What follows belongs to an exercise in optimizing a design on an open flow for small area, a short achievable clock period and few clock cycles; a production flow would make more cautious choices.
The RTL was checked by simulation tests, not by an equivalence proof against the original design.
No activity file was given, so power comes from the tool's default toggle rates.

== job 5119 ==
Design logic_core, start of the top module:
module logic_core (
    input  wire        clk,
    input  wire        rst,
    input  wire        start,
    input  wire        cold,
    input  wire        rate_hi,
    input  wire [13:0] scan_ticks,
    output reg         done,
    output wire [13:0] imem_addr,
    input  wire [31:0] imem_rdata,
    output wire [11:0] bra_addr,
    input  wire        bra_data,
    output wire [11:0] brb_addr,
    input  wire        brb_data,
    output wire        bw_en,
    output wire [11:0] bw_addr,
    output wire        bw_data,
    output wire [11:0] wra_addr,
    input  wire [31:0] wra_data,
    output wire [11:0] wrb_addr,
    input  wire [31:0] wrb_data,
    output wire        ww_en,
    output wire [11:0] ww_addr,
    output wire [31:0] ww_data,
    output wire [7:0]  st_addr,
    input  wire [33:0] st_rdata,
    output wire        st_we,
    output wire [33:0] st_wdata
);
For scale: roughly 4400 cells after synthesis, roughly 320 I/O pins, ~32000 um^2 of cells after synthesis.
export LEC_CHECK = 0
export ABC_AREA = 1
export CAP_MARGIN = 20
export CORE_MARGIN = 2
export CORE_UTILIZATION = 40
export SLEW_MARGIN = 20
create_clock -name core_clock -period 22.0 [get_ports {clk}]
standard.sh (not shown) runs the stock make flow with config.mk's settings and CLKGATE_MAP_FILE= SYNTH_SCRIPT=/design/flow/synth_recipe.tcl, a recipe that flattens the netlist after the stock synthesis.
==> flow/flow/run.sh <==
#!/bin/bash
# The standard layout (bash standard.sh) with two changes to how ORFS
# builds it; the SDC, the clock period and every other setting stay the standard flow's.
#  - repair_timing is asked to leave extra setup slack (SETUP_SLACK_MARGIN,
#    in ns), so that the layout's paths come out shorter than the clock
#    period requires;
#  - the port buffers that global placement inserts on every input and
#    output are buf_2 cells instead of ORFS's default delay buffers.
set -euo pipefail
export SETUP_SLACK_MARGIN=15
export BUFFER_PORTS_ARGS="-buffer_cell sky130_fd_sc_hd__buf_2"
bash standard.sh > standard.log 2>&1
Testbench counts of job 5119, summed over its fixed seeds: cycles 339,198.
Input-level comparison between job 9997 and job 5119:
-- flow/flow/run.sh --
<<< job 5119, line 8
#    output are buf_2 cells instead of ORFS's default delay buffers.
set -euo pipefail
export SETUP_SLACK_MARGIN=15
export BUFFER_PORTS_ARGS="-buffer_cell sky130_fd_sc_hd__buf_2"
bash standard.sh > standard.log 2>&1
>>> job 9997, line 8
#    output are buf_2 cells instead of ORFS's default delay buffers.
set -euo pipefail
export SETUP_SLACK_MARGIN=16
export BUFFER_PORTS_ARGS="-buffer_cell sky130_fd_sc_hd__buf_2"
bash standard.sh > standard.log 2>&1
### Flow results
Job 9997 and job 5119 ended up with roughly the same routed wire length.
Clock skew sits higher in job 9997 than in job 5119.
Delta (job 9997 minus job 5119): post-placement cell area now sits at about the same level, share of cell area taken by flip-flops and latches now sits lower.

---

Another version of the RTL of logic_core (not shown whole).
Size in the first run: roughly 4,200 cells after synthesis, about 320 I/O pins.
Settings: LEC_CHECK=0, ABC_AREA=1, CAP_MARGIN=20, CORE_MARGIN=2, CORE_UTILIZATION=40, SLEW_MARGIN=20; clock period 22.0 ns.
==> flow/flow/run.sh <==
#!/bin/bash
# The standard layout (bash standard.sh), with ORFS's repair_timing asked
# to leave extra setup slack (SETUP_SLACK_MARGIN, in ns) so that the layout's
# paths come out shorter than the clock period requires. The SDC, the clock
# period and every other setting stay the standard flow's.
set -euo pipefail
export SETUP_SLACK_MARGIN=15
bash standard.sh > standard.log 2>&1
Testbench counts at the start, summed over its fixed seeds: cycles 333,817.
Then changed:
==> flow/run.sh (new file) <==
#!/bin/bash
# synth_recipe.tcl (not shown) runs the flow's synth.tcl, then flattens the netlist and writes it again
# the make line also repeats each setting of config.mk as NAME=value (left out here)
make -C /OpenROAD-flow-scripts/flow DESIGN_CONFIG=/design/flow/config.mk WORK_HOME=/design/flow/orfs CLKGATE_MAP_FILE= SYNTH_SCRIPT=/design/flow/synth_recipe.tcl finish
removed: flow/flow/run.sh
removed: flow/standard.sh
The new run completed without violations.
Cell area came out lower by 4.8%.
Sequential share of layout area went up by 1.3 points.
Critical path depth is higher by 37.
Via count shrinks by 3.0%.
Non-clock buffer count goes down by 100.
Die area is unchanged.
Worst setup slack loses 1.9 ns.
Then changed:
==> flow/flow/run.sh (new file) <==
#!/bin/bash
# The standard layout (bash standard.sh), with ORFS's repair_timing asked
# to leave extra setup slack (SETUP_SLACK_MARGIN, in ns) so that the layout's
# paths come out shorter than the clock period requires. The SDC, the clock
# period and every other setting stay the standard flow's.
set -euo pipefail
export SETUP_SLACK_MARGIN=16.5
bash standard.sh > standard.log 2>&1
==> flow/standard.sh (new file) <==
#!/bin/bash
# synth_recipe.tcl (not shown) runs the flow's synth.tcl, then flattens the netlist and writes it again
# the make line also repeats each setting of config.mk as NAME=value (left out here)
make -C /OpenROAD-flow-scripts/flow DESIGN_CONFIG=/design/flow/config.mk WORK_HOME=/design/flow/orfs CLKGATE_MAP_FILE= SYNTH_SCRIPT=/design/flow/synth_recipe.tcl "${@:-finish}"
removed: flow/run.sh
What happened: Wire length rises by roughly a tenth. Cell count rises by a little under a tenth. Utilization rises by 9.6 points. Total power rises by roughly a tenth. Hold slack hardly moves.

---

v14:
logic_core, a different RTL version from the one above (not shown whole).
Size: about 4300 cells after synthesis, roughly 320 I/O pins, about 31000 µm² of cells after synthesis.
export LEC_CHECK = 0
export ABC_AREA = 1
export CAP_MARGIN = 20
export CORE_MARGIN = 2
export CORE_UTILIZATION = 40
export SLEW_MARGIN = 20
create_clock -name core_clock -period 22.0 [get_ports {clk}]
==> flow/flow/run.sh <==
#!/bin/bash
# The standard layout (bash standard.sh) with two changes to how ORFS
# builds it; the SDC, the clock period and every other setting stay the standard flow's.
#  - repair_timing is asked to leave extra setup slack (SETUP_SLACK_MARGIN,
#    in ns), so that the layout's paths come out shorter than the clock
#    period requires;
#  - the port buffers that global placement inserts on every input and
#    output are buf_2 cells instead of ORFS's default delay buffers.
set -euo pipefail
export SETUP_SLACK_MARGIN=15
export BUFFER_PORTS_ARGS="-buffer_cell sky130_fd_sc_hd__buf_2"
bash standard.sh > standard.log 2>&1
v14 reached the end of the flow, and the finished layout is clean on the timing, design-rule and antenna checks.
Testbench counts of v14, summed over its fixed seeds: cycles 335,913.
diff inputs: v14 => v37
Settings: swapping 40 for 50 in CORE_UTILIZATION.
-- flow/flow/run.sh --
<<< v14, line 8
#    output are buf_2 cells instead of ORFS's default delay buffers.
set -euo pipefail
export SETUP_SLACK_MARGIN=15
export BUFFER_PORTS_ARGS="-buffer_cell sky130_fd_sc_hd__buf_2"
bash standard.sh > standard.log 2>&1
>>> v37, line 8
#    output are buf_2 cells instead of ORFS's default delay buffers.
set -euo pipefail
export SETUP_SLACK_MARGIN=16.5
export BUFFER_PORTS_ARGS="-buffer_cell sky130_fd_sc_hd__buf_2"
bash standard.sh > standard.log 2>&1
==> comparison <==
- Area added between synthesis and finish: v37 vs v14 up 9.4 points
- From v37 to v14, synthesized area did not move at all.
- Reported for v14 and v37, cell count after synthesis turned out identical to the last digit.
- v37: area inside the core boundary lower than v14
- Re final critical-path required period: v14 and v37 aren't equal, and the lower value belongs to v37.
> inputs changed (v37 -> v28)
Settings: ABC_AREA no longer set, was 1; CORE_UTILIZATION now 40, was 50.
-- flow/flow/run.sh --
<<< v37, line 8
#    output are buf_2 cells instead of ORFS's default delay buffers.
set -euo pipefail
export SETUP_SLACK_MARGIN=16.5
export BUFFER_PORTS_ARGS="-buffer_cell sky130_fd_sc_hd__buf_2"
bash standard.sh > standard.log 2>&1
>>> v28, line 8
#    output are buf_2 cells instead of ORFS's default delay buffers.
set -euo pipefail
export SETUP_SLACK_MARGIN=16
export BUFFER_PORTS_ARGS="-buffer_cell sky130_fd_sc_hd__buf_2"
bash standard.sh > standard.log 2>&1
[summary]
The higher power of the sequential group of v28 and v37 is in v37. From v37 to v28 the numbers moved as follows: register share of the cell area now sits higher; logic depth of the worst register-to-register path now sits lower; HPWL after detailed placement now sits at about the same level; number of unique standard cell types used by synthesis now sits higher; final instance area now sits lower. v28 falls short of v37 in first-pass GRT wire length. Start point of the critical path: xst[1] -> v28, xst[0] -> v37. STATUS worst path setup slack after routing: v28 loses against v37. Sort v28 and v37 by via density per instance, ascending, and v37 comes first. v28 ended with less post-CTS resize count than v37.

---

logic_core again, from the RTL that the note above started with.
## logic_core
module logic_core (
    input  wire        clk,
    input  wire        rst,
    input  wire        start,
    input  wire        cold,
    input  wire        rate_hi,
    input  wire [13:0] scan_ticks,
    output reg         done,
    output wire [13:0] imem_addr,
    input  wire [31:0] imem_rdata,
    output wire [11:0] bra_addr,
    input  wire        bra_data,
    output wire [11:0] brb_addr,
    input  wire        brb_data,
    output wire        bw_en,
    output wire [11:0] bw_addr,
    output wire        bw_data,
    output wire [11:0] wra_addr,
    input  wire [31:0] wra_data,
    output wire [11:0] wrb_addr,
    input  wire [31:0] wrb_data,
    output wire        ww_en,
    output wire [11:0] ww_addr,
    output wire [31:0] ww_data,
    output wire [7:0]  st_addr,
    input  wire [33:0] st_rdata,
    output wire        st_we,
    output wire [33:0] st_wdata
);
export LEC_CHECK = 0
export ABC_AREA = 1
export CAP_MARGIN = 20
export CORE_MARGIN = 2
export CORE_UTILIZATION = 50
export SLEW_MARGIN = 20
create_clock -name core_clock -period 22.0 [get_ports {clk}]
==> flow/flow/run.sh <==
#!/bin/bash
# The standard layout (bash standard.sh) with two changes to how ORFS
# builds it; the SDC, the clock period and every other setting stay the standard flow's.
#  - repair_timing is asked to leave extra setup slack (SETUP_SLACK_MARGIN,
#    in ns), so that the layout's paths come out shorter than the clock
#    period requires;
#  - the port buffers that global placement inserts on every input and
#    output are buf_2 cells instead of ORFS's default delay buffers.
set -euo pipefail
export SETUP_SLACK_MARGIN=16
export BUFFER_PORTS_ARGS="-buffer_cell sky130_fd_sc_hd__buf_2"
bash standard.sh > standard.log 2>&1
Testbench counts at the start, summed over its fixed seeds: cycles 335,913.
Rerun with:
Settings changed: CORE_UTILIZATION 50 to 40.
What happened: The new run produced a clean layout; wire length is higher by 2.6%; global-route usage is lower by 7.5 points; via count is lower by 1.0%; count of clock-buffer cells in the layout is higher by 1; cell count is higher by 4.0%; clock power is higher by about 2%; die area is higher by 25%; maximum frequency is lower by 1.4%.
Rerun with:
Settings changed: CORE_UTILIZATION 40 to 55.
Effect: Synthesized area does not change; clock skew rose by 4.4 ps; count of clock-buffer cells in the layout goes down by 6; register-to-register slack gets better by 70 ps; global-route usage rose by 11 points; final area drops by 1.9%; worst hold slack is better by 5.6 ps; cell count fell by 5.5%.

---

v6:
logic_core, a different RTL version from the one above (not shown whole).
For scale: ~330 flip-flops, about 320 I/O pins.
==> flow/config.mk <==
export PLATFORM = sky130hd
export DESIGN_NAME = logic_core
export DESIGN_NICKNAME = logic_core
export VERILOG_FILES = /design/flow/design.v
export SDC_FILE = /design/flow/constraint.sdc
export NUM_CORES = 4
export LEC_CHECK = 0
export ABC_AREA = 1
export CAP_MARGIN = 20
export CORE_MARGIN = 2
export CORE_UTILIZATION = 40
export SLEW_MARGIN = 20
==> flow/constraint.sdc <==
create_clock -name core_clock -period 22.0 [get_ports {clk}]
set_input_delay 4.4000 -clock core_clock [delete_from_list [all_inputs] [get_ports {clk}]]
set_output_delay 4.4000 -clock core_clock [all_outputs]
set_load 0.01 [all_outputs]
==> flow/flow/run.sh <==
#!/bin/bash
# The standard layout (bash standard.sh) with two changes to how ORFS
# builds it; the SDC, the clock period and every other setting stay the standard flow's.
#  - repair_timing is asked to leave extra setup slack (SETUP_SLACK_MARGIN,
#    in ns), so that the layout's paths come out shorter than the clock
#    period requires;
#  - the port buffers that global placement inserts on every input and
#    output are buf_2 cells instead of ORFS's default delay buffers.
set -euo pipefail
export SETUP_SLACK_MARGIN=16.5
export BUFFER_PORTS_ARGS="-buffer_cell sky130_fd_sc_hd__buf_2"
bash standard.sh > standard.log 2>&1
Testbench counts of v6, summed over its fixed seeds: cycles 335,913.
The following lists how v7 was set up differently from v6:
--- a/flow/flow/run.sh
+++ b/flow/flow/run.sh
@@ -10 +10 @@
-export SETUP_SLACK_MARGIN=16.5
+export SETUP_SLACK_MARGIN=16
==> summary.txt <==
- Taking v6 as the reference, in v7 number of search-and-repair iterations in the first detailed-routing pass decreased 2; number of inverters outside the clock class in the layout about even; post-layout instance count excluding filler cells down 168; cell area decreased by 5.6% relative to the old numbers.

## re-timing with driven ports
The results above use ideal ports. As a check the final layouts listed here were re-extracted and re-timed, cells and wires unchanged. Step 1 (the two cells are an assumption about what drives the block):
set clk [get_ports {clk}]
set_driving_cell -lib_cell sky130_fd_sc_hd__clkbuf_16 $clk
set_driving_cell -lib_cell sky130_fd_sc_hd__buf_2 [delete_from_list [all_inputs] $clk]
Step 2 also shifts input and output timing later by t, the mid clock arrival at the registers, as if the neighbouring blocks saw the same clock. a / b / c = ideal ports / drivers / drivers and shift; a / b = the first two.
run	t, ns	setup WS [ns]	hold WS [ns]	latest minus earliest clock arrival (ns)
job 5119	0.682	15.408 / 15.408 / 15.408	0.340 / 0.340 / 0.340	0.036 / 0.036
job 9997	0.674	15.869 / 15.869 / 15.610	0.341 / 0.341 / 0.341	0.049 / 0.048
the first run of note 2	0.653	15.034 / 14.964 / 14.564	0.338 / 0.338 / 0.338	0.032 / 0.032
the second run of note 2	0.653	13.169 / 13.169 / 13.169	0.341 / 0.341 / 0.341	0.036 / 0.036
the third run of note 2	0.683	15.282 / 15.210 / 15.519	0.340 / 0.340 / 0.340	0.023 / 0.023
v14	0.678	15.379 / 15.379 / 15.280	0.342 / 0.342 / 0.342	0.080 / 0.080
v37	0.683	15.949 / 15.949 / 15.936	0.339 / 0.339 / 0.339	0.045 / 0.046
v28	0.664	15.884 / 15.884 / 15.609	0.340 / 0.340 / 0.340	0.038 / 0.038
the first run of note 4	0.676	15.969 / 15.969 / 15.763	0.340 / 0.340 / 0.340	0.039 / 0.039
the second run of note 4	0.683	15.883 / 15.883 / 15.541	0.338 / 0.338 / 0.338	0.044 / 0.044
the third run of note 4	0.664	15.950 / 15.950 / 15.692	0.343 / 0.343 / 0.343	0.048 / 0.048
v6	0.667	15.807 / 15.807 / 15.807	0.428 / 0.428 / 0.428	0.056 / 0.056
v7	0.660	15.385 / 15.385 / 15.385	0.437 / 0.437 / 0.437	0.039 / 0.040
After both steps setup and hold are still met in every run listed. For the first run of note 2, which loses most, drivers alone change the setup slack by -0.070 ns; drivers and shift together by -0.470 ns.
